Source: an optimization exercise on an open RTL-to-GDS flow (aim: small area, a short achievable clock period and few clock cycles). Production flows keep margins and buffers that such runs may drop. RTL that was checked went through simulation tests only; none was proved equivalent to the original. Only the layout flow was run in run 1; the RTL was not checked for function there.

==> design/flow/design.v <==
module dec_unit (
    input  wire         clk,
    input  wire         rst,         
    input  wire         in_valid,
    output wire         in_ready,
    input  wire [2:0]   op,          
    input  wire [2:0]   size,        
    input  wire [2:0]   dmode,       
    input  wire [4:0]   digits,      
    input  wire [127:0] a,           
    input  wire [127:0] m,           
    output reg          out_valid,
    output reg  [127:0] result,
    output reg  [127:0] breakage,
    output reg          flag_n,
    output reg          flag_z,
    output reg          flag_c,
    output reg          flag_v,
    output reg          dov,
    output reg          ddata
);
    localparam OP_DAD  = 3'd0, OP_DSB  = 3'd1, OP_DMUL = 3'd2, OP_DRND = 3'd3,
               OP_DCMP = 3'd4, OP_DVAL = 3'd5, OP_DCVB = 3'd6, OP_BCVD = 3'd7;
    function [3:0] m5;
        input [3:0] d;
        begin
            m5[3] = d[3] | (d[2] & (d[1] | d[0]));
            m5[2] = (d[2] & ~d[1] & ~d[0]) | (d[3] & d[0]);
            m5[1] = (d[1] & d[0]) | (d[1] & ~d[2]) | (d[3] & ~d[0]);
            m5[0] = (d[0] & ~d[2] & ~d[3]) | (d[2] & d[1] & ~d[0]) | (d[3] & ~d[0]);
        end
    endfunction
    function [159:0] bcd_add;    
        input [127:0] x;
        input [127:0] y;
        input         cin;
        integer k;
        reg [4:0]  z;
        reg [3:0]  h, hm;
        reg [31:0] g, p;
        reg [32:0] c;
        reg [31:0] gg, pp;
        reg        c1, c2, c3;
        reg [127:0] zz;
        reg [31:0]  zc;
        begin
            for (k = 0; k < 32; k = k + 1) begin
                z[0] = x[4*k] ^ y[4*k];
                c1   = x[4*k] & y[4*k];
                z[1] = x[4*k+1] ^ y[4*k+1] ^ c1;
                c2   = (x[4*k+1] & y[4*k+1]) | (c1 & (x[4*k+1] ^ y[4*k+1]));
                z[2] = x[4*k+2] ^ y[4*k+2] ^ c2;
                c3   = (x[4*k+2] & y[4*k+2]) | (c2 & (x[4*k+2] ^ y[4*k+2]));
                z[3] = x[4*k+3] ^ y[4*k+3] ^ c3;
                z[4] = (x[4*k+3] & y[4*k+3]) | (c3 & (x[4*k+3] ^ y[4*k+3]));
                g[k] = z[4] | (z[3] & (z[2] | z[1]));
                p[k] = z[3] & ~z[2] & ~z[1] & z[0];
                zz[4*k +: 4] = z[4:1];
                zc[k] = z[0];
            end
            gg = g;
            pp = p;
            gg[1] = gg[1] | (pp[1] & gg[0]); pp[1] = pp[1] & pp[0];
            gg[3] = gg[3] | (pp[3] & gg[2]); pp[3] = pp[3] & pp[2];
            gg[5] = gg[5] | (pp[5] & gg[4]); pp[5] = pp[5] & pp[4];
            gg[7] = gg[7] | (pp[7] & gg[6]); pp[7] = pp[7] & pp[6];
            gg[9] = gg[9] | (pp[9] & gg[8]); pp[9] = pp[9] & pp[8];
            gg[11] = gg[11] | (pp[11] & gg[10]); pp[11] = pp[11] & pp[10];
            gg[13] = gg[13] | (pp[13] & gg[12]); pp[13] = pp[13] & pp[12];
            gg[15] = gg[15] | (pp[15] & gg[14]); pp[15] = pp[15] & pp[14];
            gg[17] = gg[17] | (pp[17] & gg[16]); pp[17] = pp[17] & pp[16];
            gg[19] = gg[19] | (pp[19] & gg[18]); pp[19] = pp[19] & pp[18];
            gg[21] = gg[21] | (pp[21] & gg[20]); pp[21] = pp[21] & pp[20];
            gg[23] = gg[23] | (pp[23] & gg[22]); pp[23] = pp[23] & pp[22];
            gg[25] = gg[25] | (pp[25] & gg[24]); pp[25] = pp[25] & pp[24];
            gg[27] = gg[27] | (pp[27] & gg[26]); pp[27] = pp[27] & pp[26];
            gg[29] = gg[29] | (pp[29] & gg[28]); pp[29] = pp[29] & pp[28];
            gg[31] = gg[31] | (pp[31] & gg[30]); pp[31] = pp[31] & pp[30];
            gg[3] = gg[3] | (pp[3] & gg[1]); pp[3] = pp[3] & pp[1];
            gg[7] = gg[7] | (pp[7] & gg[5]); pp[7] = pp[7] & pp[5];
            gg[11] = gg[11] | (pp[11] & gg[9]); pp[11] = pp[11] & pp[9];
            gg[15] = gg[15] | (pp[15] & gg[13]); pp[15] = pp[15] & pp[13];
            gg[19] = gg[19] | (pp[19] & gg[17]); pp[19] = pp[19] & pp[17];
            gg[23] = gg[23] | (pp[23] & gg[21]); pp[23] = pp[23] & pp[21];
            gg[27] = gg[27] | (pp[27] & gg[25]); pp[27] = pp[27] & pp[25];
            gg[31] = gg[31] | (pp[31] & gg[29]); pp[31] = pp[31] & pp[29];
            gg[7] = gg[7] | (pp[7] & gg[3]); pp[7] = pp[7] & pp[3];
            gg[15] = gg[15] | (pp[15] & gg[11]); pp[15] = pp[15] & pp[11];
            gg[23] = gg[23] | (pp[23] & gg[19]); pp[23] = pp[23] & pp[19];
            gg[31] = gg[31] | (pp[31] & gg[27]); pp[31] = pp[31] & pp[27];
            gg[15] = gg[15] | (pp[15] & gg[7]); pp[15] = pp[15] & pp[7];
            gg[31] = gg[31] | (pp[31] & gg[23]); pp[31] = pp[31] & pp[23];
            gg[31] = gg[31] | (pp[31] & gg[15]); pp[31] = pp[31] & pp[15];
            gg[23] = gg[23] | (pp[23] & gg[15]); pp[23] = pp[23] & pp[15];
            gg[11] = gg[11] | (pp[11] & gg[7]); pp[11] = pp[11] & pp[7];
            gg[19] = gg[19] | (pp[19] & gg[15]); pp[19] = pp[19] & pp[15];
            gg[27] = gg[27] | (pp[27] & gg[23]); pp[27] = pp[27] & pp[23];
            gg[5] = gg[5] | (pp[5] & gg[3]); pp[5] = pp[5] & pp[3];
            gg[9] = gg[9] | (pp[9] & gg[7]); pp[9] = pp[9] & pp[7];
            gg[13] = gg[13] | (pp[13] & gg[11]); pp[13] = pp[13] & pp[11];
            gg[17] = gg[17] | (pp[17] & gg[15]); pp[17] = pp[17] & pp[15];
            gg[21] = gg[21] | (pp[21] & gg[19]); pp[21] = pp[21] & pp[19];
            gg[25] = gg[25] | (pp[25] & gg[23]); pp[25] = pp[25] & pp[23];
            gg[29] = gg[29] | (pp[29] & gg[27]); pp[29] = pp[29] & pp[27];
            gg[2] = gg[2] | (pp[2] & gg[1]); pp[2] = pp[2] & pp[1];
            gg[4] = gg[4] | (pp[4] & gg[3]); pp[4] = pp[4] & pp[3];
            gg[6] = gg[6] | (pp[6] & gg[5]); pp[6] = pp[6] & pp[5];
            gg[8] = gg[8] | (pp[8] & gg[7]); pp[8] = pp[8] & pp[7];
            gg[10] = gg[10] | (pp[10] & gg[9]); pp[10] = pp[10] & pp[9];
            gg[12] = gg[12] | (pp[12] & gg[11]); pp[12] = pp[12] & pp[11];
            gg[14] = gg[14] | (pp[14] & gg[13]); pp[14] = pp[14] & pp[13];
            gg[16] = gg[16] | (pp[16] & gg[15]); pp[16] = pp[16] & pp[15];
            gg[18] = gg[18] | (pp[18] & gg[17]); pp[18] = pp[18] & pp[17];
            gg[20] = gg[20] | (pp[20] & gg[19]); pp[20] = pp[20] & pp[19];
            gg[22] = gg[22] | (pp[22] & gg[21]); pp[22] = pp[22] & pp[21];
            gg[24] = gg[24] | (pp[24] & gg[23]); pp[24] = pp[24] & pp[23];
            gg[26] = gg[26] | (pp[26] & gg[25]); pp[26] = pp[26] & pp[25];
            gg[28] = gg[28] | (pp[28] & gg[27]); pp[28] = pp[28] & pp[27];
            gg[30] = gg[30] | (pp[30] & gg[29]); pp[30] = pp[30] & pp[29];
            c[0] = cin;
            for (k = 0; k < 32; k = k + 1)
                c[k+1] = gg[k] | (pp[k] & cin);
            for (k = 0; k < 32; k = k + 1) begin
                h  = zz[4*k +: 4] + {3'd0, zc[k] & c[k]};
                hm = m5(h);
                bcd_add[4*k +: 4] = {hm[2:0], zc[k] ^ c[k]};
                bcd_add[128 + k] = c[k] ? p[k] : ((zz[4*k +: 4] == 4'd0) & ~zc[k]) |
                                                 ((zz[4*k +: 4] == 4'd5) & ~zc[k]);
            end
        end
    endfunction
    function [123:0] nines;
        input [123:0] x;
        integer k;
        begin
            for (k = 0; k < 31; k = k + 1)
                nines[4*k +: 4] = {~(x[4*k+3] | x[4*k+2] | x[4*k+1]),
                                   x[4*k+2] ^ x[4*k+1], x[4*k+1], ~x[4*k]};
        end
    endfunction
    function [127:0] bcd_dbl;
        input [127:0] x;
        integer k;
        reg [3:0] t;
        reg c;
        begin
            c = 1'b0;
            for (k = 0; k < 32; k = k + 1) begin
                t = m5(x[4*k +: 4]);
                bcd_dbl[4*k +: 4] = {t[2:0], c};
                c = t[3];
            end
        end
    endfunction
    function [3:0] h5;
        input       o;
        input [2:0] q;
        begin
            h5[3] = o & (q[2] | (q[1] & q[0]));
            h5[2] = o ? ~(q[2] | (q[1] & q[0])) : q[2];
            h5[1] = o ? (q[1] ^ q[0]) : q[1];
            h5[0] = o ^ q[0];
        end
    endfunction
    function [127:0] bcd_x5;
        input [127:0] x;
        integer k;
        begin
            bcd_x5[3:0] = {1'b0, x[0], 1'b0, x[0]};
            for (k = 1; k < 32; k = k + 1)
                bcd_x5[4*k +: 4] = h5(x[4*k], x[4*k-1 -: 3]);
        end
    endfunction
    function [63:0] add64;
        input [63:0] x;
        input [63:0] y;
        input        cin;
        reg [63:0] gg, pp, hs;
        reg [64:0] c;
        integer k;
        begin
            hs = x ^ y;
            gg = x & y;
            pp = hs;
            gg[1] = gg[1] | (pp[1] & gg[0]); pp[1] = pp[1] & pp[0];
            gg[3] = gg[3] | (pp[3] & gg[2]); pp[3] = pp[3] & pp[2];
            gg[5] = gg[5] | (pp[5] & gg[4]); pp[5] = pp[5] & pp[4];
            gg[7] = gg[7] | (pp[7] & gg[6]); pp[7] = pp[7] & pp[6];
            gg[9] = gg[9] | (pp[9] & gg[8]); pp[9] = pp[9] & pp[8];
            gg[11] = gg[11] | (pp[11] & gg[10]); pp[11] = pp[11] & pp[10];
            gg[13] = gg[13] | (pp[13] & gg[12]); pp[13] = pp[13] & pp[12];
            gg[15] = gg[15] | (pp[15] & gg[14]); pp[15] = pp[15] & pp[14];
            gg[17] = gg[17] | (pp[17] & gg[16]); pp[17] = pp[17] & pp[16];
            gg[19] = gg[19] | (pp[19] & gg[18]); pp[19] = pp[19] & pp[18];
            gg[21] = gg[21] | (pp[21] & gg[20]); pp[21] = pp[21] & pp[20];
            gg[23] = gg[23] | (pp[23] & gg[22]); pp[23] = pp[23] & pp[22];
            gg[25] = gg[25] | (pp[25] & gg[24]); pp[25] = pp[25] & pp[24];
            gg[27] = gg[27] | (pp[27] & gg[26]); pp[27] = pp[27] & pp[26];
            gg[29] = gg[29] | (pp[29] & gg[28]); pp[29] = pp[29] & pp[28];
            gg[31] = gg[31] | (pp[31] & gg[30]); pp[31] = pp[31] & pp[30];
            gg[33] = gg[33] | (pp[33] & gg[32]); pp[33] = pp[33] & pp[32];
            gg[35] = gg[35] | (pp[35] & gg[34]); pp[35] = pp[35] & pp[34];
            gg[37] = gg[37] | (pp[37] & gg[36]); pp[37] = pp[37] & pp[36];
            gg[39] = gg[39] | (pp[39] & gg[38]); pp[39] = pp[39] & pp[38];
            gg[41] = gg[41] | (pp[41] & gg[40]); pp[41] = pp[41] & pp[40];
            gg[43] = gg[43] | (pp[43] & gg[42]); pp[43] = pp[43] & pp[42];
            gg[45] = gg[45] | (pp[45] & gg[44]); pp[45] = pp[45] & pp[44];
            gg[47] = gg[47] | (pp[47] & gg[46]); pp[47] = pp[47] & pp[46];
            gg[49] = gg[49] | (pp[49] & gg[48]); pp[49] = pp[49] & pp[48];
            gg[51] = gg[51] | (pp[51] & gg[50]); pp[51] = pp[51] & pp[50];
            gg[53] = gg[53] | (pp[53] & gg[52]); pp[53] = pp[53] & pp[52];
            gg[55] = gg[55] | (pp[55] & gg[54]); pp[55] = pp[55] & pp[54];
            gg[57] = gg[57] | (pp[57] & gg[56]); pp[57] = pp[57] & pp[56];
            gg[59] = gg[59] | (pp[59] & gg[58]); pp[59] = pp[59] & pp[58];
            gg[61] = gg[61] | (pp[61] & gg[60]); pp[61] = pp[61] & pp[60];
            gg[63] = gg[63] | (pp[63] & gg[62]); pp[63] = pp[63] & pp[62];
            gg[3] = gg[3] | (pp[3] & gg[1]); pp[3] = pp[3] & pp[1];
            gg[7] = gg[7] | (pp[7] & gg[5]); pp[7] = pp[7] & pp[5];
            gg[11] = gg[11] | (pp[11] & gg[9]); pp[11] = pp[11] & pp[9];
            gg[15] = gg[15] | (pp[15] & gg[13]); pp[15] = pp[15] & pp[13];
            gg[19] = gg[19] | (pp[19] & gg[17]); pp[19] = pp[19] & pp[17];
            gg[23] = gg[23] | (pp[23] & gg[21]); pp[23] = pp[23] & pp[21];
            gg[27] = gg[27] | (pp[27] & gg[25]); pp[27] = pp[27] & pp[25];
            gg[31] = gg[31] | (pp[31] & gg[29]); pp[31] = pp[31] & pp[29];
            gg[35] = gg[35] | (pp[35] & gg[33]); pp[35] = pp[35] & pp[33];
            gg[39] = gg[39] | (pp[39] & gg[37]); pp[39] = pp[39] & pp[37];
            gg[43] = gg[43] | (pp[43] & gg[41]); pp[43] = pp[43] & pp[41];
            gg[47] = gg[47] | (pp[47] & gg[45]); pp[47] = pp[47] & pp[45];
            gg[51] = gg[51] | (pp[51] & gg[49]); pp[51] = pp[51] & pp[49];
            gg[55] = gg[55] | (pp[55] & gg[53]); pp[55] = pp[55] & pp[53];
            gg[59] = gg[59] | (pp[59] & gg[57]); pp[59] = pp[59] & pp[57];
            gg[63] = gg[63] | (pp[63] & gg[61]); pp[63] = pp[63] & pp[61];
            gg[7] = gg[7] | (pp[7] & gg[3]); pp[7] = pp[7] & pp[3];
            gg[15] = gg[15] | (pp[15] & gg[11]); pp[15] = pp[15] & pp[11];
            gg[23] = gg[23] | (pp[23] & gg[19]); pp[23] = pp[23] & pp[19];
            gg[31] = gg[31] | (pp[31] & gg[27]); pp[31] = pp[31] & pp[27];
            gg[39] = gg[39] | (pp[39] & gg[35]); pp[39] = pp[39] & pp[35];
            gg[47] = gg[47] | (pp[47] & gg[43]); pp[47] = pp[47] & pp[43];
            gg[55] = gg[55] | (pp[55] & gg[51]); pp[55] = pp[55] & pp[51];
            gg[63] = gg[63] | (pp[63] & gg[59]); pp[63] = pp[63] & pp[59];
            gg[15] = gg[15] | (pp[15] & gg[7]); pp[15] = pp[15] & pp[7];
            gg[31] = gg[31] | (pp[31] & gg[23]); pp[31] = pp[31] & pp[23];
            gg[47] = gg[47] | (pp[47] & gg[39]); pp[47] = pp[47] & pp[39];
            gg[63] = gg[63] | (pp[63] & gg[55]); pp[63] = pp[63] & pp[55];
            gg[31] = gg[31] | (pp[31] & gg[15]); pp[31] = pp[31] & pp[15];
            gg[63] = gg[63] | (pp[63] & gg[47]); pp[63] = pp[63] & pp[47];
            gg[63] = gg[63] | (pp[63] & gg[31]); pp[63] = pp[63] & pp[31];
            gg[47] = gg[47] | (pp[47] & gg[31]); pp[47] = pp[47] & pp[31];
            gg[23] = gg[23] | (pp[23] & gg[15]); pp[23] = pp[23] & pp[15];
            gg[39] = gg[39] | (pp[39] & gg[31]); pp[39] = pp[39] & pp[31];
            gg[55] = gg[55] | (pp[55] & gg[47]); pp[55] = pp[55] & pp[47];
            gg[11] = gg[11] | (pp[11] & gg[7]); pp[11] = pp[11] & pp[7];
            gg[19] = gg[19] | (pp[19] & gg[15]); pp[19] = pp[19] & pp[15];
            gg[27] = gg[27] | (pp[27] & gg[23]); pp[27] = pp[27] & pp[23];
            gg[35] = gg[35] | (pp[35] & gg[31]); pp[35] = pp[35] & pp[31];
            gg[43] = gg[43] | (pp[43] & gg[39]); pp[43] = pp[43] & pp[39];
            gg[51] = gg[51] | (pp[51] & gg[47]); pp[51] = pp[51] & pp[47];
            gg[59] = gg[59] | (pp[59] & gg[55]); pp[59] = pp[59] & pp[55];
            gg[5] = gg[5] | (pp[5] & gg[3]); pp[5] = pp[5] & pp[3];
            gg[9] = gg[9] | (pp[9] & gg[7]); pp[9] = pp[9] & pp[7];
            gg[13] = gg[13] | (pp[13] & gg[11]); pp[13] = pp[13] & pp[11];
            gg[17] = gg[17] | (pp[17] & gg[15]); pp[17] = pp[17] & pp[15];
            gg[21] = gg[21] | (pp[21] & gg[19]); pp[21] = pp[21] & pp[19];
            gg[25] = gg[25] | (pp[25] & gg[23]); pp[25] = pp[25] & pp[23];
            gg[29] = gg[29] | (pp[29] & gg[27]); pp[29] = pp[29] & pp[27];
            gg[33] = gg[33] | (pp[33] & gg[31]); pp[33] = pp[33] & pp[31];
            gg[37] = gg[37] | (pp[37] & gg[35]); pp[37] = pp[37] & pp[35];
            gg[41] = gg[41] | (pp[41] & gg[39]); pp[41] = pp[41] & pp[39];
            gg[45] = gg[45] | (pp[45] & gg[43]); pp[45] = pp[45] & pp[43];
            gg[49] = gg[49] | (pp[49] & gg[47]); pp[49] = pp[49] & pp[47];
            gg[53] = gg[53] | (pp[53] & gg[51]); pp[53] = pp[53] & pp[51];
            gg[57] = gg[57] | (pp[57] & gg[55]); pp[57] = pp[57] & pp[55];
            gg[61] = gg[61] | (pp[61] & gg[59]); pp[61] = pp[61] & pp[59];
            gg[2] = gg[2] | (pp[2] & gg[1]); pp[2] = pp[2] & pp[1];
            gg[4] = gg[4] | (pp[4] & gg[3]); pp[4] = pp[4] & pp[3];
            gg[6] = gg[6] | (pp[6] & gg[5]); pp[6] = pp[6] & pp[5];
            gg[8] = gg[8] | (pp[8] & gg[7]); pp[8] = pp[8] & pp[7];
            gg[10] = gg[10] | (pp[10] & gg[9]); pp[10] = pp[10] & pp[9];
            gg[12] = gg[12] | (pp[12] & gg[11]); pp[12] = pp[12] & pp[11];
            gg[14] = gg[14] | (pp[14] & gg[13]); pp[14] = pp[14] & pp[13];
            gg[16] = gg[16] | (pp[16] & gg[15]); pp[16] = pp[16] & pp[15];
            gg[18] = gg[18] | (pp[18] & gg[17]); pp[18] = pp[18] & pp[17];
            gg[20] = gg[20] | (pp[20] & gg[19]); pp[20] = pp[20] & pp[19];
            gg[22] = gg[22] | (pp[22] & gg[21]); pp[22] = pp[22] & pp[21];
            gg[24] = gg[24] | (pp[24] & gg[23]); pp[24] = pp[24] & pp[23];
            gg[26] = gg[26] | (pp[26] & gg[25]); pp[26] = pp[26] & pp[25];
            gg[28] = gg[28] | (pp[28] & gg[27]); pp[28] = pp[28] & pp[27];
            gg[30] = gg[30] | (pp[30] & gg[29]); pp[30] = pp[30] & pp[29];
            gg[32] = gg[32] | (pp[32] & gg[31]); pp[32] = pp[32] & pp[31];
            gg[34] = gg[34] | (pp[34] & gg[33]); pp[34] = pp[34] & pp[33];
            gg[36] = gg[36] | (pp[36] & gg[35]); pp[36] = pp[36] & pp[35];
            gg[38] = gg[38] | (pp[38] & gg[37]); pp[38] = pp[38] & pp[37];
            gg[40] = gg[40] | (pp[40] & gg[39]); pp[40] = pp[40] & pp[39];
            gg[42] = gg[42] | (pp[42] & gg[41]); pp[42] = pp[42] & pp[41];
            gg[44] = gg[44] | (pp[44] & gg[43]); pp[44] = pp[44] & pp[43];
            gg[46] = gg[46] | (pp[46] & gg[45]); pp[46] = pp[46] & pp[45];
            gg[48] = gg[48] | (pp[48] & gg[47]); pp[48] = pp[48] & pp[47];
            gg[50] = gg[50] | (pp[50] & gg[49]); pp[50] = pp[50] & pp[49];
            gg[52] = gg[52] | (pp[52] & gg[51]); pp[52] = pp[52] & pp[51];
            gg[54] = gg[54] | (pp[54] & gg[53]); pp[54] = pp[54] & pp[53];
            gg[56] = gg[56] | (pp[56] & gg[55]); pp[56] = pp[56] & pp[55];
            gg[58] = gg[58] | (pp[58] & gg[57]); pp[58] = pp[58] & pp[57];
            gg[60] = gg[60] | (pp[60] & gg[59]); pp[60] = pp[60] & pp[59];
            gg[62] = gg[62] | (pp[62] & gg[61]); pp[62] = pp[62] & pp[61];
            c[0] = cin;
            for (k = 0; k < 64; k = k + 1)
                c[k+1] = gg[k] | (pp[k] & cin);
            add64 = hs ^ c[63:0];
        end
    endfunction
    function [75:0] dabble;
        input [75:0] dd;
        input        b;
        integer k;
        reg [3:0] t;
        reg c;
        begin
            c = b;
            for (k = 0; k < 19; k = k + 1) begin
                t = m5(dd[4*k +: 4]);
                dabble[4*k +: 4] = {t[2:0], c};
                c = t[3];
            end
        end
    endfunction
    reg         v1;            
    reg         first;         
    reg         rdy;
    reg [2:0]   op1;
    reg         is_dsb, is_mul, is_rnd, is_cmp, is_cvb, is_bcvd, addsub, ext;
    reg         n3, n7, n15, n31;    
    reg [2:0]   dm1;
    reg [4:0]   dg1;
    reg [127:0] a1;
    reg [127:0] m1;
    reg [2:0]   ptr;           
    reg         zm3, zm7, zm15, zm31;    
    reg         a_lost;        
    assign in_ready = rdy;
    wire in_cvb  = (op == OP_DCVB);
    wire in_bcvd = (op == OP_BCVD);
    wire in_n31  = in_bcvd | (in_cvb ? (size == 3'd4) : (size >= 3'd4));
    wire in_n15  = in_n31 | in_cvb | (size == 3'd3);
    wire in_n7   = in_n15 | (size == 3'd2);
    wire in_n3   = in_n7  | (size == 3'd1);
    wire [30:0] dmaskn = {{16{n31}}, {8{n15}}, {4{n7}}, {2{n3}}, 1'b1};
    reg  [123:0] nmask;
    integer ki;
    always @* begin
        for (ki = 0; ki < 31; ki = ki + 1)
            nmask[4*ki +: 4] = {4{dmaskn[ki]}};
    end
    wire [123:0] A  = a1[127:4];
    wire [123:0] M  = m1[127:4];
    wire [30:0]  mkd = {{16{zm31}}, {8{zm15}}, {4{zm7}}, {2{zm3}}, 1'b1};
    reg  [123:0] mk;
    always @* begin
        for (ki = 0; ki < 31; ki = ki + 1)
            mk[4*ki +: 4] = {4{mkd[ki]}};
    end
    wire [123:0] X  = A & mk;
    wire [123:0] Y  = M & mk;
    wire a_neg = (a1[3:0] == 4'hB) || (a1[3:0] == 4'hD);
    wire m_neg = (m1[3:0] == 4'hB) || (m1[3:0] == 4'hD);
    reg a_bad_digit, m_bad_digit;
    reg [30:0] nz_a, nz_m;       
    reg [7:0] blk_a, blk_m;      
    integer di;
    always @* begin
        a_bad_digit = 1'b0;
        m_bad_digit = 1'b0;
        for (di = 0; di < 31; di = di + 1) begin
            if (X[4*di+3] & (X[4*di+2] | X[4*di+1])) a_bad_digit = 1'b1;
            if (Y[4*di+3] & (Y[4*di+2] | Y[4*di+1])) m_bad_digit = 1'b1;
            nz_a[di] = |X[4*di +: 4];
            nz_m[di] = |Y[4*di +: 4];
        end
        for (di = 0; di < 7; di = di + 1) begin
            blk_a[di] = |nz_a[4*di +: 4];
            blk_m[di] = |nz_m[4*di +: 4];
        end
        blk_a[7] = |nz_a[30:28];
        blk_m[7] = |nz_m[30:28];
    end
    wire a_bad_sign = (a1[3:0] < 4'hA);
    wire m_bad_sign = (m1[3:0] < 4'hA);
    wire a_bad = a_bad_digit | a_bad_sign;
    wire m_bad = m_bad_digit | m_bad_sign;
    wire a_zero = ~|blk_a;
    wire m_zero = ~|blk_m;
    wire trap = first & (((addsub | is_mul) & (a_bad | m_bad)) |
                         ((is_rnd | is_cvb) & a_bad));
    reg [7:0] sfx_a;
    integer si;
    always @* begin
        sfx_a[7] = blk_a[7];
        for (si = 6; si >= 0; si = si - 1)
            sfx_a[si] = sfx_a[si+1] | blk_a[si];
    end
    wire swap = first & is_mul & |(blk_m & ~sfx_a);
    reg [30:0] dlow;             
    integer ri;
    always @* begin
        for (ri = 0; ri < 31; ri = ri + 1)
            dlow[ri] = (ri < dg1);
    end
    reg [123:0] dmask;           
    reg [127:0] u_vec;
    reg [31:0]  dsel;            
    reg [30:0]  ge5, eq5, odd;   
    always @* begin
        for (ri = 0; ri < 32; ri = ri + 1)
            dsel[ri] = (dg1 == ri);
        for (ri = 0; ri < 31; ri = ri + 1) begin
            dmask[4*ri +: 4] = {4{dlow[ri]}};
            ge5[ri] = X[4*ri+3] | (X[4*ri+2] & (X[4*ri+1] | X[4*ri]));
            eq5[ri] = ~X[4*ri+3] & X[4*ri+2] & ~X[4*ri+1] & X[4*ri];
            odd[ri] = X[4*ri];
        end
        u_vec = 128'd0;
        for (ri = 0; ri < 32; ri = ri + 1)
            u_vec[4*ri] = dsel[ri];
    end
    wire         below_nz = |(nz_a[29:0] & dlow[30:1]);
    wire         rem_nz  = |(nz_a & dlow);
    wire         g_ge    = |(ge5 & dsel[31:1]);      
    wire         g_eq    = |(eq5 & dsel[31:1]);      
    wire         lo_odd  = |(odd & dsel[30:0]);
    wire         h_gt    = (g_ge & ~g_eq) | (g_eq & below_nz);
    wire         h_eq    = g_eq & ~below_nz;
    wire         h_ge    = g_ge;
    wire [31:0]  dmaskx  = {1'b0, dmaskn};
    wire         d_lt_n  = dmaskx[dg1];         
    reg          up_m;
    always @* begin
        case (dm1)
            3'd1:    up_m = 1'b0;
            3'd2:    up_m = ~a_neg & rem_nz;
            3'd3:    up_m = a_neg & rem_nz;
            3'd4:    up_m = h_ge;
            default: up_m = h_gt | (h_eq & lo_odd);
        endcase
    end
    wire up = up_m & d_lt_n & is_rnd;
    wire [3:0]   dig  = Y[3:0];
    wire [127:0] x1   = {4'd0, X};
    wire [127:0] x2   = bcd_dbl(x1);
    wire [127:0] x4   = bcd_dbl(x2);
    wire [127:0] x5   = bcd_x5(x1);
    reg  [127:0] mp1, mp2;
    always @* begin
        case (dig)
            4'd1, 4'd3:       mp1 = x1;
            4'd4, 4'd6, 4'd8: mp1 = x4;
            4'd5, 4'd7, 4'd9: mp1 = x5;
            default:          mp1 = 128'd0;
        endcase
        case (dig)
            4'd2, 4'd3, 4'd6, 4'd7: mp2 = x2;
            4'd8, 4'd9:             mp2 = x4;
            default:                mp2 = 128'd0;
        endcase
    end
    wire subm   = is_cmp | (a_neg ^ m_neg ^ is_dsb);
    wire [123:0] nX = nines(X);
    wire [123:0] nY = nines(Y);
    wire         bneg  = a1[63];
    reg  [63:0]  bsrc;
    reg          bseen;
    integer bk;
    always @* begin
        bseen = 1'b0;
        for (bk = 0; bk < 64; bk = bk + 1) begin
            bsrc[bk] = a1[bk] ^ (bneg & bseen);
            bseen    = bseen | a1[bk];
        end
    end
    reg  [7:0]   blk_b;
    integer bi;
    always @* begin
        for (bi = 0; bi < 8; bi = bi + 1)
            blk_b[bi] = |bsrc[8*bi +: 8];
    end
    wire [123:0] Ac = {A[123:64], A[63:60] & {4{ext}}, A[59:0]};
    reg  [7:0]   blk_c;
    integer ci;
    always @* begin
        for (ci = 0; ci < 7; ci = ci + 1)
            blk_c[ci] = |Ac[16*ci +: 16];
        blk_c[7] = |Ac[123:112];
        blk_c[7:4] = blk_c[7:4] & {4{ext}};
    end
    wire [7:0] tb_in = is_bcvd ? blk_b : blk_c;
    reg  [2:0] top;
    integer ti;
    always @* begin
        top = 3'd0;
        for (ti = 1; ti < 8; ti = ti + 1)
            if (tb_in[ti]) top = ti[2:0];
    end
    wire [2:0] blk  = first ? top : ptr;
    wire       last = (blk == 3'd0);
    wire [7:0]  bbyte = bsrc[{blk, 3'b000} +: 8];
    wire [75:0] dd0   = first ? 76'd0 : result[79:4];
    wire [75:0] dd1 = dabble(dd0, bbyte[7]);
    wire [75:0] dd2 = dabble(dd1, bbyte[6]);
    wire [75:0] dd3 = dabble(dd2, bbyte[5]);
    wire [75:0] dd4 = dabble(dd3, bbyte[4]);
    wire [75:0] dd5 = dabble(dd4, bbyte[3]);
    wire [75:0] dd6 = dabble(dd5, bbyte[2]);
    wire [75:0] dd7 = dabble(dd6, bbyte[1]);
    wire [75:0] dd8 = dabble(dd7, bbyte[0]);
    wire [123:0] acc = first ? 124'd0 : result[127:4];
    wire [127:0] p2  = is_mul ? mp1 : {4'd0, nX & (is_rnd ? dmask : {124{1'b1}})};
    wire [127:0] q2  = is_mul ? mp2 : {4'd0, Y & {124{~is_rnd}}};
    wire [159:0] s2x = bcd_add(p2, q2, ~is_mul);
    wire [127:0] s2  = s2x[127:0];
    wire [127:0] p1  = is_mul  ? {4'd0, acc} :
                                 {4'd0, X & (is_rnd ? ~dmask : {124{1'b1}})};
    wire [127:0] q1  = is_mul ? s2 :
                       (({128{addsub}} & {4'd0, subm ? nY : Y}) |
                        ({128{up}} & u_vec));
    wire         c1  = addsub & subm;
    wire [159:0] s1x = bcd_add(p1, q1, c1);
    wire [127:0] s1  = s1x[127:0];
    wire [31:0]  s1z = s1x[159:128];                 
    wire [127:0] Xc    = {4'd0, Ac};
    wire [15:0]  chunk = Xc[{blk, 4'b0000} +: 16];
    wire [6:0]   c_lo  = {3'd0, chunk[3:0]} + {chunk[7:4], 3'd0} + {2'd0, chunk[7:4], 1'b0};
    wire [6:0]   c_hi  = {3'd0, chunk[11:8]} + {chunk[15:12], 3'd0} + {2'd0, chunk[15:12], 1'b0};
    wire [13:0]  cval  = {c_hi, 6'd0} + {1'b0, c_hi, 5'd0} + {5'd0, c_hi, 2'd0} + {7'd0, c_lo};
    wire [63:0]  bin0  = first ? 64'd0 : result[63:0];
    wire [63:0]  t1    = (bin0 << 13) | 64'd256;
    wire [63:0]  t2    = bin0 << 11;
    wire [63:0]  t3    = (~bin0) << 8;
    wire [63:0]  t4    = bin0 << 4;
    wire [63:0]  t5    = {50'd0, cval} ^ {64{a_neg}};
    wire [63:0]  u1s   = t1 ^ t2 ^ t3;
    wire [63:0]  u1c   = ((t1 & t2) | (t1 & t3) | (t2 & t3)) << 1;
    wire [63:0]  u2s   = u1s ^ u1c ^ t4;
    wire [63:0]  u2c   = ((u1s & u1c) | (u1s & t4) | (u1c & t4)) << 1;
    wire [63:0]  u3s   = u2s ^ u2c ^ t5;
    wire [63:0]  u3c   = ((u2s & u2c) | (u2s & t5) | (u2c & t5)) << 1;
    wire [63:0]  bin1  = add64(u3s, u3c, a_neg);
    wire         cv_hi = |A[123:76];
    wire         cv_gt = (A[75:0] > 76'h9223372036854775808);
    wire         cv_eq = (A[75:0] == 76'h9223372036854775808);
    wire         cv_v  = ext & (cv_hi | cv_gt | (cv_eq & ~a_neg));
    wire         ge      = s1[124];                   
    wire         use_s2  = addsub & subm & ~ge;
    wire [123:0] rmag    = (use_s2 ? s2[123:0] : s1[123:0]) & nmask;
    wire         rnz     = use_s2 | |(~s1z[30:0] & dmaskn);
    wire         r_over  = ~(addsub & subm) & |(~s1z & ~{1'b0, dmaskn});
    wire         rneg    = is_mul ? (a_neg ^ m_neg) :
                           (addsub & subm & ~ge) ? (m_neg ^ is_dsb) : a_neg;
    wire [3:0]   rsign   = (rneg & rnz) ? 4'hD : 4'hC;
    wire [123:0] rem     = X & dmask;
    wire [123:0] bmag    = up ? s2[123:0] : rem;
    wire         bneg_r  = up ? ~a_neg : (a_neg & rem_nz);
    wire         mul_ovf = r_over | ((dig != 4'd0) & a_lost & ~first);
    wire         v_mul   = (flag_v & ~first) | mul_ovf;
    wire         a_sneg  = a_neg & ~a_zero;
    wire         m_sneg  = m_neg & ~m_zero;
    wire         mag_eq  = ~rnz;
    wire         cmp_eq  = (a_zero & m_zero) | ((a_sneg == m_sneg) & mag_eq);
    wire         cmp_lt  = ~cmp_eq & ((a_sneg & ~m_sneg) |
                                      ((a_sneg == m_sneg) & (a_sneg ? ge : ~ge)));
    wire         cmp_gt  = ~cmp_eq & ~cmp_lt;
    wire done      = trap | (is_mul ? (~swap & ~|nz_m[30:1]) : ((is_cvb | is_bcvd) ? last : 1'b1));
    wire skip      = ~nz_m[1];
    wire done_next = is_mul ? (swap ? ~|nz_a[30:1] : skip ? ~|nz_m[30:3] : ~|nz_m[30:2]) :
                              (blk == 3'd1);
    wire accept    = in_valid & rdy;
    wire multi_in  = (op == OP_DMUL) | (op == OP_DCVB) | (op == OP_BCVD);
    reg  [30:0] pnz_a, pnz_m;
    integer pi;
    always @* begin
        for (pi = 0; pi < 31; pi = pi + 1) begin
            pnz_a[pi] = |a[4*pi+4 +: 4];
            pnz_m[pi] = |m[4*pi+4 +: 4];
        end
    end
    wire [30:0] psz = {{16{size >= 3'd4}}, {8{size >= 3'd3}}, {4{size >= 3'd2}},
                       {2{size != 3'd0}}, 1'b1};
    wire p_mul  = ~|(pnz_m[30:1] & psz[30:1]) & (|(pnz_a & psz) | ~pnz_m[0]);
    wire p_cvb  = ~|pnz_a[14:4] & ~((size == 3'd4) & |pnz_a[30:15]);
    wire p_bcvd = a[63] ? (&a[63:8] & |a[7:0]) : ~|a[63:8];
    wire short_in = (op == OP_DMUL) ? p_mul : (op == OP_DCVB) ? p_cvb : p_bcvd;
    always @(posedge clk) begin
        if (rst) begin
            v1        <= 1'b0;
            rdy       <= 1'b1;
            out_valid <= 1'b0;
            first     <= 1'b0;
        end else begin
            out_valid <= v1 & done;
            first     <= accept | (v1 & swap & ~trap);
            if (v1 & ~done) begin
                v1  <= 1'b1;
                rdy <= done_next;
            end else begin
                v1  <= accept;
                rdy <= ~(accept & multi_in & ~short_in);
            end
        end
    end
    always @(posedge clk) begin
        if (rdy) begin
            op1     <= op;
            is_dsb  <= (op == OP_DSB);
            is_mul  <= (op == OP_DMUL);
            is_rnd  <= (op == OP_DRND);
            is_cmp  <= (op == OP_DCMP);
            is_cvb  <= in_cvb;
            is_bcvd <= in_bcvd;
            addsub  <= (op == OP_DAD) | (op == OP_DSB) | (op == OP_DCMP);
            ext     <= (size == 3'd4);
            n3      <= in_n3;
            n7      <= in_n7;
            n15     <= in_n15;
            n31     <= in_n31;
            zm3     <= in_n3;
            zm7     <= in_n7;
            zm15    <= in_n15;
            zm31    <= in_n31;
            dm1 <= dmode;
            dg1 <= digits;
            a1  <= a;
        end else if (swap) begin
            a1 <= {Y, m1[3:0]};
        end else if (is_mul) begin
            a1[127:4] <= skip ? {X[115:0], 8'd0} : {X[119:0], 4'd0};
        end
        if (rdy)
            m1 <= m;
        else if (swap)
            m1 <= {X, a1[3:0]};
        else
            m1 <= skip ? {8'd0, Y[123:8], m1[3:0]} : {4'd0, Y[123:4], m1[3:0]};
        ptr    <= blk - 3'd1;
        if (~rdy & is_mul & ~swap) begin
            zm3  <= 1'b1;
            zm7  <= 1'b1;
            zm15 <= 1'b1;
            zm31 <= 1'b1;
        end
        a_lost <= (a_lost & ~first) | (|X[123:120]) | (skip & |X[119:116]);
    end
    always @(posedge clk) begin
        if (is_cvb)
            result <= {64'd0, bin1};
        else if (is_bcvd)
            result <= {48'd0, dd8, bneg ? 4'hD : 4'hC};
        else
            result <= {rmag, rsign};
        breakage <= {bmag, (bneg_r & |bmag) ? 4'hD : 4'hC};
        ddata    <= trap;
        case (op1)
            OP_DCMP: begin
                flag_n <= cmp_lt; flag_z <= cmp_eq; flag_c <= cmp_gt;
                flag_v <= 1'b0;   dov    <= 1'b0;
            end
            OP_DVAL: begin
                flag_n <= ~m_bad & m_neg & ~m_zero; flag_z <= ~m_bad;
                flag_c <= m_bad_digit;              flag_v <= m_bad_sign;
                dov    <= 1'b0;
            end
            OP_DCVB: begin
                flag_n <= bin1[63]; flag_z <= (bin1 == 64'd0); flag_c <= 1'b0;
                flag_v <= cv_v;     dov    <= 1'b0;
            end
            OP_BCVD: begin
                flag_n <= bneg; flag_z <= (a1[63:0] == 64'd0); flag_c <= 1'b0;
                flag_v <= 1'b0; dov    <= 1'b0;
            end
            OP_DMUL: begin
                flag_n <= rneg & rnz; flag_z <= ~rnz; flag_c <= 1'b0;
                flag_v <= v_mul;      dov    <= v_mul;
            end
            default: begin  
                flag_n <= rneg & rnz; flag_z <= ~rnz; flag_c <= 1'b0;
                flag_v <= r_over;     dov    <= r_over;
            end
        endcase
    end
endmodule
==> design/flow/flow/run.sh <==
#!/bin/bash
# The standard layout (the standard.sh, unchanged synthesis and steps), with
# one change: the port buffers that global placement inserts on every input and
# output are sky130_fd_sc_hd__buf_2 cells instead of the delay buffers
# (clkdlybuf4s50_1) that buffer_ports picks by default. The make output goes to
# standard.log; each ORFS step writes its own log under orfs/logs/.
set -euo pipefail
export BUFFER_PORTS_ARGS="-buffer_cell sky130_fd_sc_hd__buf_2"
bash standard.sh > standard.log 2>&1
==> design/flow/standard.sh <==
#!/bin/bash
# synth_recipe.tcl (not shown) runs the flow's synth.tcl, then flattens the netlist and writes it again
# the make line also repeats each setting of config.mk as NAME=value (left out here)
make -C /OpenROAD-flow-scripts/flow DESIGN_CONFIG=/design/flow/config.mk WORK_HOME=/design/flow/orfs CLKGATE_MAP_FILE= SYNTH_SCRIPT=/design/flow/synth_recipe.tcl "${@:-finish}"
==> design/flow/config.mk <==
export PLATFORM = sky130hd
export DESIGN_NAME = dec_unit
export DESIGN_NICKNAME = dec_unit
export VERILOG_FILES = /design/flow/design.v
export SDC_FILE = /design/flow/constraint.sdc
export NUM_CORES = 8
export LEC_CHECK = 0
export ABC_AREA = 1
export CAP_MARGIN = 30
export CORE_MARGIN = 2
export CORE_UTILIZATION = 40
export PLACE_DENSITY = 0.6
export SLEW_MARGIN = 30
==> design/flow/constraint.sdc <==
create_clock -name core_clock -period 80.0 [get_ports {clk}]
set_input_delay 16.0000 -clock core_clock [delete_from_list [all_inputs] [get_ports {clk}]]
set_output_delay 16.0000 -clock core_clock [all_outputs]
set_load 0.01 [all_outputs]
==> metrics.yaml, run 1 <==
grt_util_all_layers_pct: 46.6
maxCapViolations: 0
ff2ff_setup_slack_ns: 62.16
grt_pass1_wl_um: 695000
endpoint_kind: "flop"
fp.dieW_um: 458
cts_root_buffer: "clkbuf_16"
hpwl_um: 420000
setup_violations: 0
cts_inserted_buffers: 77
syn-cell-area_sq_um: 82600
fin_tns_setup_ns: 0
slew_viol_final: 0
worstPathMaxFanout: 2
min_period_over_period_pct: 22.7
worst_pin_slew_ns: 1.21
synth-async-reset-ratio_pct: 0
grt_overflow: 0
synth_flop_cell: "dfxtp_1"
skew_ns: 0.114
area_growth_syn_to_layout_pct: 10.3
synth_common_cells: "nand2_1, inv_1, nor2_1, o21ai_0, nand3_1"
fin_crit_ns: 18.18
cts_setup_buffers: 0
ctsHoldBuffers: 0
cp_data_required_time_ns: 80.73
hold_path_end: "out_valid"
cts.repair.resized: 0
antenna_left: 0
cts_buffer_depth: 3
critPathMaxStageDelay_ns: 1.06
ys_seq_area_share_pct: 15.2
synth_top_area_share_pct: 10.9
cts.clk_slew.worst_paths_ns: 0.06
io_buffers: 533
timing.rr.end: "result[4]"
drt-total-wl_um: 513000
crit_slowest_cell: "o21ai_0"
synth_warnings: 1
drive_above_1_share_pct: 7.97
grt_max_degree: 229
dieArea_sq_um: 210000
synth.largest_area_cell: "nand2_1"
final_nets: 14693
gp_congestion: 1.17
fp.coreArea_sq_um: 205000
clock_latency_ns: 0.83
first_pass_iters: 8
synth_edf_count: 155
slew_headroom_pct: 19.0
wl_per_cell_um: 31.5
initial_utilization_pct: 40.3
synth_area_leaders: "nand2_1, inv_1, dfxtp_1"
ios: 537
yosysUniqueCellTypes: 82
grt_pass1_vias: 89533
antenna_found_initial: 31
outcome: "timing/DRC/antenna clean"
syn_inst: 13262
row_count: 166
hold_viol: 0
r2r_cells: 75
route.detailed.drc: 0
min_path_type: "flop to flop"
ys_ff_latch: 550
rsz0062_at_grt: "false"
synth.most_common_cell: "nand2_1"
htree_num_levels: 3
hold_start: "v1"
whs_path_depth: 2
cts_sinks: 550
avgSynthCellArea_sq_um: 6.23
path_class: "primary input to flop"
crit_top_cell: "nand2_1"
fmax_mhz: 55.0
worstPathArrival_ns: 18.92
cp_cell_sequence: "buf_2 > inv_1 > nand4_1 > o21ai_0 > nand3_1 > nand2_1 > a41oi_1 > o2111ai_1 > nand2_1 > o211ai_1"
cts_tree: "yes"
vias_per_cell: 6.28
worstSetupStartpointType: "primary input"
via_count: 102462
die_y_um: 458
dr.first_iter.drc_count: 17976
r2r_start: "is_rnd"
## worst max path at each step
stage | to | start | cells past startpoint | slack (ns)
5_1_grt | result[10] | is_rnd | 78 | 61.71
3_3_place_gp | rdy | a[60] | 11 | 60.17
2_1_floorplan | rdy | a[72] | 9 | 62.48
3_5_place_dp | rdy | m[65] | 10 | 61.25
4_1_cts | rdy | m[65] | 10 | 62.06
6_report | rdy | m[65] | 10 | 61.82
## cell families after synthesis
family,Yosys count,share of synthesized area (%)
DFF,550,15.2
xor gates and xnor gates,262,2.80
and+or+nand+nor,5262,26.9
adders and majority gates,883,16.6
muxes,1,0.0121
AOI/OAI and AO/OA,3351,24.9
buffers and inverters,2951,13.6
other,2,0.00910
## registers in the layout, indices dropped and copies added, names as in the netlist, 3 cells and up
signal	cells
a1	128
m1	128
result	128
breakage	125
dg1	5
dm1	3
op1	3
ptr	3
## worst max-delay path, delay by kind of cell
kind / cells / cell delay, ns
buf+inv: 2 / 0.17
simple gates: 4 / 0.85
compound gates: 4 / 1.89
## stage by stage
stage          util (%)  hold WS (ns)  std cells  setup WS [ns]  area, sq um
6_report           44.4         0.485      16309          61.82        91000
5_1_grt            44.4         0.504      16289          61.71        91000
4_1_cts            44.4         0.482      16285          62.06        90900
3_5_place_dp       43.1         0.476      16144          61.25        88300
3_3_place_gp       43.0         0.477      16139          60.17        88200
2_1_floorplan         -         0.430      13263          62.48        82600
## placed cells by master (no fill, tap or decap), types with 204 or more instances in the layout
cell type,netlist,routed
a21oi_1,672,671
buf_2,36,534
buf_4,10,204
dfxtp_1,395,391
fa_1,354,354
ha_1,529,529
inv_1,2364,2354
nand2_1,2406,2401
nand3_1,685,684
nor2_1,1485,1470
nor3_1,224,221
o211ai_1,259,259
o21ai_0,1274,1256
o22ai_1,223,223
xor2_1,211,211
## metal layers
| layer | wire length [um] | share of wire [%] | GRT usage, % | up-vias |
|---|---|---|---|---|
| met1 | 208000 | 41 | 64.2 | 48525 |
| met5 | 134 | 0.026 | 0 | - |
| met3 | 90700 | 18 | 23.6 | 1105 |
| li1 | - | - | - | 45089 |
| met4 | 33500 | 6.5 | 24.9 | 20 |
| met2 | 180000 | 35 | 57.3 | 7723 |
## layout make-up
class / instances / area, sq um
Multi-Input combinational cell: 9762 / 59100
Clock inverter: 44 / 541
Timing Repair Buffer: 743 / 4290
Clock buffer: 97 / 2100
Sequential cell: 550 / 12600
Fill cell: 22474 / 114000
Antenna cell: 22 / 55.1
Tap cell: 2688 / 3360
Inverter: 2403 / 9040
==> run 2: changes to the inputs <==
--- a/design/flow/design.v
+++ b/design/flow/design.v
@@ -445,21 +445,30 @@
     wire [3:0]   dig  = Y[3:0];
     wire [127:0] x1   = {4'd0, X};
     wire [127:0] x2   = bcd_dbl(x1);
-    wire [127:0] x4   = bcd_dbl(x2);
     wire [127:0] x5   = bcd_x5(x1);
-    reg  [127:0] mp1, mp2;
+    wire [127:0] x10  = {X, 4'd0};
+    reg  [127:0] mp1, mpm;
+    reg          mneg;
+    integer ni;
     always @* begin
         case (dig)
-            4'd1, 4'd3:       mp1 = x1;
-            4'd4, 4'd6, 4'd8: mp1 = x4;
-            4'd5, 4'd7, 4'd9: mp1 = x5;
-            default:          mp1 = 128'd0;
+            4'd3, 4'd4, 4'd5, 4'd6, 4'd7: mp1 = x5;
+            4'd8, 4'd9:                   mp1 = x10;
+            default:                      mp1 = 128'd0;
         endcase
         case (dig)
-            4'd2, 4'd3, 4'd6, 4'd7: mp2 = x2;
-            4'd8, 4'd9:             mp2 = x4;
-            default:                mp2 = 128'd0;
+            4'd1, 4'd4, 4'd6, 4'd9: mpm = x1;
+            4'd2, 4'd3, 4'd7, 4'd8: mpm = x2;
+            default:                mpm = 128'd0;
         endcase
+        mneg = (dig == 4'd3) | (dig == 4'd4) | (dig == 4'd8) | (dig == 4'd9);
+    end
+    reg  [127:0] mp2;
+    always @* begin
+        for (ni = 0; ni < 32; ni = ni + 1)
+            mp2[4*ni +: 4] = mneg ? {~(mpm[4*ni+3] | mpm[4*ni+2] | mpm[4*ni+1]),
+                                     mpm[4*ni+2] ^ mpm[4*ni+1], mpm[4*ni+1], ~mpm[4*ni]}
+                                  : mpm[4*ni +: 4];
     end
     wire subm   = is_cmp | (a_neg ^ m_neg ^ is_dsb);
     wire [123:0] nX = nines(X);
@@ -513,7 +522,7 @@
     wire [123:0] acc = first ? 124'd0 : result[127:4];
     wire [127:0] p2  = is_mul ? mp1 : {4'd0, nX & (is_rnd ? dmask : {124{1'b1}})};
     wire [127:0] q2  = is_mul ? mp2 : {4'd0, Y & {124{~is_rnd}}};
-    wire [159:0] s2x = bcd_add(p2, q2, ~is_mul);
+    wire [159:0] s2x = bcd_add(p2, q2, is_mul ? mneg : 1'b1);
     wire [127:0] s2  = s2x[127:0];
     wire [127:0] p1  = is_mul  ? {4'd0, acc} :
                                  {4'd0, X & (is_rnd ? ~dmask : {124{1'b1}})};
--- a/design/flow/config.mk
+++ b/design/flow/config.mk
@@ -8,6 +8,6 @@
 export ABC_AREA = 1
 export CAP_MARGIN = 30
 export CORE_MARGIN = 2
-export CORE_UTILIZATION = 40
-export PLACE_DENSITY = 0.6
+export CORE_UTILIZATION = 60
+export PLACE_DENSITY = 0.72
 export SLEW_MARGIN = 30
==> metrics.yaml, run 2 <==
outcome: "timing/DRC/antenna clean"  # unchanged
fp.coreArea_sq_um: 135000  # was 205000 sq um
die_y_um: 373  # was 458 um
grt_pass1_wl_um: 640000  # was 695000 um
skew_ns: 0.0636  # was 0.114 ns
fin_crit_ns: 18.73  # was 18.18 ns
cts_sinks: 550  # unchanged
wl_per_cell_um: 30.1  # was 31.5 um
clock_latency_ns: 0.79  # was 0.83 ns
grt_overflow: 0  # unchanged
cp_data_required_time_ns: 80.62  # was 80.73 ns
cts.clk_slew.worst_paths_ns: 0.07  # was 0.06 ns
rsz0062_at_grt: "false"  # unchanged
cts.repair.resized: 0  # unchanged
fin_tns_setup_ns: 0  # unchanged
synth_top_area_share_pct: 10.4  # was 10.9%
avgSynthCellArea_sq_um: 6.30  # was 6.23 sq um
worstPathMaxFanout: 8  # was 2
hpwl_um: 348000  # was 420000 um
final_cell_mix: "inv_1, nand2_1, nor2_1"  # was nand2_1, inv_1, nor2_1
route.detailed.drc: 0  # unchanged
placedCellCount: 14836  # was 16144
slew_headroom_pct: 12.7  # was 19.0%
antenna_left: 0  # unchanged
htree_num_levels: 3  # unchanged
final_nets: 14287  # was 14693
cts_tree: "yes"  # unchanged
worst_pin_slew_ns: 1.30  # was 1.21 ns
endpoint_kind: "flop"  # unchanged
grt_util_all_layers_pct: 61.8  # was 46.6%
setup_violations: 0  # unchanged
via_count: 108139  # was 102462
crit_family: "simple AND/OR/NAND/NOR gates"  # was compound AO/OA/AOI/OAI gates
area_growth_syn_to_layout_pct: 8.36  # was 10.3%
drt-total-wl_um: 454000  # was 513000 um
fp.dieW_um: 373  # was 458 um
min_path_type: "flop to flop"  # unchanged
slew_viol_final: 0  # unchanged
gp_congestion: 1.24  # was 1.17
grt_max_degree: 181  # was 229
syn_inst: 12960  # was 13262
crit_slowest_cell: "nor2_1"  # was o21ai_0
grt_pass1_vias: 97398  # was 89533
finalNonFillerCells: 15056  # was 16309
cp_num_buf_inv: 10  # was 2
vias_per_cell: 7.18  # was 6.28
initial_utilization_pct: 60.4  # was 40.3%
ios: 537  # unchanged
final_common_cell: "inv_1"  # was nand2_1
synth.largest_area_cell: "inv_1"  # was nand2_1
worstPathArrival_ns: 19.35  # was 18.92 ns
maxCapViolations: 0  # unchanged
cts_inserted_buffers: 73  # was 77
path_class: "flop to flop"  # was primary input to flop
cts_setup_buffers: 0  # unchanged
yosysUniqueCellTypes: 83  # was 82
ctsHoldBuffers: 0  # unchanged
synth-async-reset-ratio_pct: 0  # unchanged
synth_common_cells: "inv_1, nand2_1, nor2_1, o21ai_0, nand3_1"  # was nand2_1, inv_1, nor2_1, o21ai_0, nand3_1
io_buffers: 533  # unchanged
dieArea_sq_um: 139000  # was 210000 sq um
synth_flop_cell: "dfxtp_1"  # unchanged
dpl_cell_area_sq_um: 85800  # was 88300 sq um
drive_above_1_share_pct: 7.60  # was 7.97%
synth_area_leaders: "inv_1, nand2_1, dfxtp_1"  # was nand2_1, inv_1, dfxtp_1
crit_top_cell: "nand2_1"  # unchanged
critPathMaxStageDelay_ns: 0.90  # was 1.06 ns
ys_seq_area_share_pct: 15.4  # was 15.2%
syn-cell-area_sq_um: 81700  # was 82600 sq um
reg.largest.list: "a1 x128, m1 x128, result x128"  # unchanged
ys_ff_latch: 550  # unchanged
cts_root_buffer: "clkbuf_16"  # unchanged
synth_warnings: 1  # unchanged
row_count: 135  # was 166
worstSetupStartpointType: "flop"  # was primary input
cts_buffer_depth: 3  # unchanged
first_pass_iters: 22  # was 8
dr.first_iter.drc_count: 24814  # was 17976
min_period_over_period_pct: 23.4  # was 22.7%
design_area_sq_um: 88500  # was 91000 sq um
synth_edf_count: 155  # unchanged
hold_viol: 0  # unchanged
fmax_mhz: 53.4  # was 55.0 MHz
antenna_found_initial: 66  # was 31
synth.most_common_cell: "inv_1"  # was nand2_1
==> run 2: layer usage <==
metal  global-route usage, %  vias up  wire length [um]
met5                    12.9        -              2540
met4                    47.6       66             48300
met3                    40.4     3456             92200
met2                    79.0    11229            161000
met1                    70.5    49124            150000
li1                        -    44264                 -
==> run 2: path summary, 6_finish.rpt <==
check             startpoint        end  slack [ns]  depth (start not counted)
setup / recovery      dg1[1]     flag_v       61.27                         63
hold / removal            v1  out_valid        0.47                          2
setup reg to reg      dg1[1]     flag_v       61.27                         63
hold reg to reg           v1  out_valid        0.47                          2
==> run 2: kinds of logic after synthesis <==
logic type | after synthesis | share of synthesized area, %
compound gates | 3394 | 25.5
xor+xnor | 292 | 3.14
fa+ha+maj | 884 | 16.8
buf+inv | 2899 | 13.4
flops | 550 | 15.4
other cells | 2 | 0.00919
simple gates | 4939 | 25.8
==> run 2: final cells by class <==
cell class | instances | area, sq um
flip-flops and latches | 550 | 12600
inverters | 2316 | 8720
fillers | 12356 | 46800
repair buffers | 677 | 3830
clock inverters | 44 | 539
multi-input cells | 9512 | 58400
well taps | 1781 | 2230
diodes | 84 | 210
clock buffers | 92 | 1980
==> run 2: metrics by stage <==
stage | utilization, % | setup slack [ns] | hold slack (ns)
finish | 65.4 | 61.27 | 0.472
floorplan | - | 62.55 | 0.430
detailed placement | 63.4 | 61.29 | 0.460
global route | 65.3 | 61.93 | 0.492
CTS | 65.2 | 62.02 | 0.467
global placement | 63.3 | 61.33 | 0.449
==> run 2: worst min-delay path, stage by stage (launching register included) <==
cell and delay (ns):
dfxtp_1 0.32, nand2_1 0.07, nor2_1 0.04
Testbench counts of run 2, summed over its fixed seeds: cycles 5,902.
==> run 3: changes to the inputs <==
--- a/design/flow/config.mk
+++ b/design/flow/config.mk
@@ -8,6 +8,6 @@
 export ABC_AREA = 1
 export CAP_MARGIN = 30
 export CORE_MARGIN = 2
-export CORE_UTILIZATION = 60
-export PLACE_DENSITY = 0.72
+export CORE_UTILIZATION = 40
+export PLACE_DENSITY = 0.6
 export SLEW_MARGIN = 30
==> metrics.yaml, run 3 <==
row_count: 165  # was 135
endpoint_kind: "flop"  # unchanged
cts_root_buffer: "clkbuf_16"  # unchanged
fp.dieW_um: 456  # was 373 um
ys_seq_area_share_pct: 15.4  # unchanged
final_common_cell: "inv_1"  # unchanged
final_util_pct: 44.4  # was 65.4%
maxCapViolations: 0  # unchanged
min_path_type: "flop to flop"  # unchanged
io_buffers: 533  # unchanged
r2r_cells: 66  # was 63
htree_num_levels: 3  # unchanged
hold_start: "v1"  # unchanged
vias_per_cell: 6.25  # was 7.18
fin_crit_ns: 18.08  # was 18.73 ns
worstPathArrival_ns: 18.79  # was 19.35 ns
yosysUniqueCellTypes: 83  # unchanged
via_count: 99662  # was 108139
synth_common_cells: "inv_1, nand2_1, nor2_1, o21ai_0, nand3_1"  # unchanged
antenna_left: 0  # unchanged
rsz0062_at_grt: "false"  # unchanged
reg.largest.list: "a1 x128, m1 x128, result x128"  # unchanged
area_growth_syn_to_layout_pct: 10.1  # was 8.36%
cts.repair.resized: 0  # unchanged
final_nets: 14318  # was 14287
hpwl_um: 375000  # was 348000 um
hold-worst-slack_ns: 0.490  # was 0.472 ns
drive_above_1_share_pct: 7.98  # was 7.60%
cp_data_required_time_ns: 80.71  # was 80.62 ns
ff2ff_setup_slack_ns: 62.32  # was 61.27 ns
slew_viol_final: 0  # unchanged
cts_setup_buffers: 0  # unchanged
synth.largest_area_cell: "inv_1"  # unchanged
outcome: "timing/DRC/antenna clean"  # unchanged
synth_area_leaders: "inv_1, nand2_1, dfxtp_1"  # unchanged
fp.coreArea_sq_um: 203000  # was 135000 sq um
route.detailed.drc: 0  # unchanged
synth_edf_count: 155  # unchanged
ctsHoldBuffers: 0  # unchanged
grt_pass1_vias: 89914  # was 97398
syn-cell-area_sq_um: 81700  # unchanged
fmax_mhz: 55.3  # was 53.4 MHz
setup_violations: 0  # unchanged
startpoint: "m[60]"  # was dg1[1]
cts_buffer_depth: 3  # unchanged
gp_congestion: 1.13  # was 1.24
dieArea_sq_um: 208000  # was 139000 sq um
synth-async-reset-ratio_pct: 0  # unchanged
synth_flop_cell: "dfxtp_1"  # unchanged
avgSynthCellArea_sq_um: 6.30  # unchanged
skew_ns: 0.0907  # was 0.0636 ns
final_cell_mix: "inv_1, nand2_1, nor2_1"  # unchanged
hold_viol: 0  # unchanged
path_class: "primary input to flop"  # was flop to flop
die_y_um: 456  # was 373 um
whs_path_depth: 2  # unchanged
cts.clk_slew.worst_paths_ns: 0.07  # about the same
slew_headroom_pct: 22.0  # was 12.7%
grt_overflow: 0  # unchanged
drt-total-wl_um: 471000  # was 454000 um
clock_latency_ns: 0.83  # was 0.79 ns
fin_tns_setup_ns: 0  # unchanged
synth.most_common_cell: "inv_1"  # unchanged
antenna_found_initial: 72  # was 66
grt_max_degree: 161  # was 181
cts_sinks: 550  # unchanged
min_period_over_period_pct: 22.6  # was 23.4%
grt_util_all_layers_pct: 43.3  # was 61.8%
worst_pin_slew_ns: 1.16  # was 1.30 ns
wl_per_cell_um: 29.5  # was 30.1 um
cts_inserted_buffers: 78  # was 73
hold_path_end: "out_valid"  # unchanged
grt_pass1_wl_um: 657000  # was 640000 um
worstSetupStartpointType: "primary input"  # was flop
worstPathMaxFanout: 2  # was 8
ys_ff_latch: 550  # unchanged
ios: 537  # unchanged
dr.first_iter.drc_count: 15628  # was 24814
synth_warnings: 1  # unchanged
first_pass_iters: 11  # was 22
syn_inst: 12960  # unchanged
r2r_start: "a1[12]"  # was dg1[1]
timing.rr.end: "flag_z"  # was flag_v
initial_utilization_pct: 40.3  # was 60.4%
cts_tree: "yes"  # unchanged
synth_top_area_share_pct: 10.4  # unchanged
run 3: changes by cell type in the layout (fill, tap and decap cells not counted), sizes merged:
cell	change
inv	+7
diode	-38
clkinvlp	+1
clkbuf	+2
bufinv	-1
buf	+26
run 3: through the flow:
step / worst slack [ns] / area, sq um / std cells
2_1_floorplan: 62.55 / 81700 / 12961
3_3_place_gp: 61.08 / 87000 / 15748
3_5_place_dp: 61.20 / 87100 / 15748
4_1_cts: 62.01 / 89800 / 15893
5_1_grt: 61.84 / 89900 / 15899
6_report: 61.92 / 90000 / 15944
run 3: worst max path at each step:
| stage | cells past startpoint | end | slack [ns] |
|---|---|---|---|
| global placement | 12 | rdy | 61.08 |
| CTS | 13 | rdy | 62.01 |
| finish | 12 | rdy | 61.92 |
| global route | 13 | rdy | 61.84 |
| floorplan | 9 | rdy | 62.55 |
| detailed placement | 13 | rdy | 61.20 |
run 3: metal layers:
| layer | track usage, % | vias up | wire length (um) |
|---|---|---|---|
| met4 | 28.3 | 58 | 36700 |
| met3 | 17.9 | 1454 | 73300 |
| met2 | 58.7 | 7038 | 179000 |
| met5 | 0 | - | 668 |
| li1 | - | 44252 | - |
| met1 | 55.8 | 46860 | 180000 |
run 3: cell type report:
cell class / instances / area, sq um
Sequential cell: 550 / 12600
Multi-Input combinational cell: 9512 / 58500
Fill cell: 22126 / 113000
Clock buffer: 94 / 2110
Tap cell: 2672 / 3340
Inverter: 2316 / 8720
Antenna cell: 46 / 115
Timing Repair Buffer: 703 / 4020
Clock inverter: 51 / 566
run 3: logic make-up (layout without fill, tap and decap cells):
group	after synthesis	in the layout	synth area share, %
buf+inv	2899	3164	13.4
simple gates	4939	4939	25.8
xor+xnor	292	292	3.14
flops	550	550	15.4
compound gates	3394	3394	25.5
other cells	2	49	0.00919
fa+ha+maj	884	884	16.8
run 3: worst max-delay path, stage by stage:
cell and delay [ns]:
buf_2 0.09, inv_1 0.06, nand4_1 0.12, nor4_2 0.80, nand3_1 0.56, nand2_1 0.17
a41oi_1 0.17, a21oi_1 0.43, nand3_1 0.14, nand4_1 0.10, nand2_1 0.06, o211ai_1 0.07
==> run 4: changes to the inputs <==
--- a/design/flow/config.mk
+++ b/design/flow/config.mk
@@ -6,8 +6,8 @@
 export NUM_CORES = 8
 export LEC_CHECK = 0
 export ABC_AREA = 1
-export CAP_MARGIN = 30
+export CAP_MARGIN = 20
 export CORE_MARGIN = 2
 export CORE_UTILIZATION = 40
 export PLACE_DENSITY = 0.6
-export SLEW_MARGIN = 30
+export SLEW_MARGIN = 20
==> metrics.yaml, run 4 <==
synth_edf_count: 155  # unchanged
slew_viol_final: 2  # was 0
endpoint_kind: "flop"  # unchanged
path_class: "primary input to flop"  # unchanged
slew_headroom_pct: -7.47  # was 22.0%
synth_warnings: 1  # unchanged
grt_pass1_wl_um: 657000  # about the same
r2r_cells: 66  # unchanged
clock_latency_ns: 0.81  # was 0.83 ns
grt_max_degree: 161  # unchanged
cts_buffer_depth: 3  # unchanged
ios: 537  # unchanged
cts_sinks: 550  # unchanged
rsz0062_at_grt: "false"  # unchanged
fin_tns_setup_ns: 0  # unchanged
synth_compound_area_share_pct: 25.5  # unchanged
avgSynthCellArea_sq_um: 6.30  # unchanged
synth_area_leaders: "inv_1, nand2_1, dfxtp_1"  # unchanged
synth.largest_area_cell: "inv_1"  # unchanged
fp.coreArea_sq_um: 203000  # unchanged
final_nets: 14312  # was 14318
check.faults: "capacitance limit, slew limit"
yosysUniqueCellTypes: 83  # unchanged
final_util_pct: 44.3  # was 44.4%
area_growth_syn_to_layout_pct: 9.91  # was 10.1%
min_period_over_period_pct: 22.9  # was 22.6%
final_cell_mix: "inv_1, nand2_1, nor2_1"  # unchanged
worstPathArrival_ns: 19.00  # was 18.79 ns
synth_mux_area_share_pct: 0  # unchanged
grt_overflow: 0  # unchanged
cts_inserted_buffers: 76  # was 78
worstPathMaxFanout: 2  # unchanged
initial_utilization_pct: 40.3  # unchanged
synth_common_cells: "inv_1, nand2_1, nor2_1, o21ai_0, nand3_1"  # unchanged
synth_top_area_share_pct: 10.4  # unchanged
htree_num_levels: 3  # unchanged
grt_pass1_vias: 89963  # was 89914
dieArea_sq_um: 208000  # unchanged
antenna_left: 0  # unchanged
synth_top_family_by_area: "simple AND/OR/NAND/NOR gates"  # unchanged
hold_viol: 0  # unchanged
route.detailed.drc: 0  # unchanged
seqCellArea_sq_um: 12600  # unchanged
cts.clk_slew.worst_paths_ns: 0.06  # was 0.07 ns
drt-total-wl_um: 471000  # about the same
synth_flop_cell: "dfxtp_1"  # unchanged
gp_congestion: 1.13  # unchanged
maxCapViolations: 1  # was 0
grt_util_all_layers_pct: 43.3  # about the same
outcome: "complete, but fails checks"  # was timing/DRC/antenna clean
setup_violations: 0  # unchanged
worst_pin_slew_ns: 1.61  # was 1.16 ns
fin_crit_ns: 18.30  # was 18.08 ns
via_count: 99751  # was 99662
hpwl_um: 375000  # about the same
worstSetupStartpointType: "primary input"  # unchanged
syn_inst: 12960  # unchanged
ys_ff_latch: 550  # unchanged
io_buffers: 533  # unchanged
whs_path_depth: 2  # unchanged
multi_input_comb_area_sq_um: 58500  # about the same
fill_cells: 22221  # was 22126
synth.most_common_cell: "inv_1"  # unchanged
cts_root_buffer: "clkbuf_16"  # unchanged
synth_xor_area_share_pct: 3.14  # unchanged
## run 4: cell counts after synthesis
Identical to the previous run, type by type.
## run 4: worst paths after layout
kind	endpoint	startpoint	slack, ns
setup / recovery	rdy	m[87]	61.70
hold / removal	out_valid	v1	0.49
setup reg to reg	flag_z	a1[12]	61.94
hold reg to reg	out_valid	v1	0.49
## run 4: area by class of cell
| type | count | area share, % |
|---|---|---|
| clock buffer | 91 | 2.27 |
| inverter | 2316 | 9.71 |
| timing repair buffer | 699 | 4.43 |
| tap | 2672 | 3.72 |
| sequential | 550 | 14.0 |
| multi-input combinational | 9512 | 65.1 |
| antenna | 36 | 0.100 |
| clock inverter | 47 | 0.665 |
## run 4: cell families after synthesis
| kind of cell | count (synthesis) |
|---|---|
| and+or+nand+nor | 4939 |
| AOI/OAI and AO/OA | 3394 |
| buffers and inverters | 2899 |
| adders and majority gates | 884 |
| DFF | 550 |
| xor gates and xnor gates | 292 |
| other | 2 |
## run 4: through the flow
stage	instances	instance area [sq um]	setup WS, ns	hold slack [ns]
after floorplan	12961	81700	62.55	0.430
after detailed placement	15748	87000	61.07	0.485
after global placement	15748	87000	61.08	0.480
after global routing	15891	89700	61.62	0.512
final	15923	89800	61.70	0.493
after CTS	15886	89700	61.88	0.489
## run 4: critical path: stages
cell	delay [ns]
buf_2	0.10
inv_1	0.06
nand4_1	0.18
nor4_1	0.99
nand4_1	0.68
a21oi_1	0.61
nand3_1	0.14
nand4_1	0.10
nand2_1	0.06
o211ai_1	0.08
## run 4: per-layer routing
layer / GRT usage, % / share of wire [%] / vias up / wire [um]
met4: 27.9 / 7.8 / 70 / 36700
met5: 1.13 / 0.18 / - / 836
met1: 56.1 / 39 / 46866 / 181000
met3: 17.2 / 15 / 1503 / 71600
li1: - / - / 44204 / -
met2: 58.9 / 38 / 7108 / 180000

[afterwards: timing with drivers on the ports]
In the flow no input, the clock included, has a driving cell. The finished layouts below were timed again as built, in two steps.
Step 1 (the two cells are an assumption about what drives the block):
set clk [get_ports {clk}]
set_driving_cell -lib_cell sky130_fd_sc_hd__clkbuf_16 $clk
set_driving_cell -lib_cell sky130_fd_sc_hd__buf_2 [delete_from_list [all_inputs] $clk]
Step 2 moves the port delays by t, midway between the first and last clock arrival at a register: inputs arrive t later, outputs are due t later. That takes back most of the time a late clock gives input paths.
Three values: ideal, step 1, step 2; two values: the first two.
run	t, ns	setup WS [ns]	worst setup path after step 2	cell pins on the clock port's net
run 1	0.865	61.817 / 61.894 / 61.029	input to register	1
run 2	0.847	61.274 / 61.274 / 61.034	input to register	1
run 3	0.887	61.918 / 61.970 / 61.115	input to register	1
run 4	0.869	61.700 / 61.782 / 60.913	input to register	1
The setup slack of run 3, which loses most, moves by +0.052 ns with the drivers and by -0.803 ns with both steps.
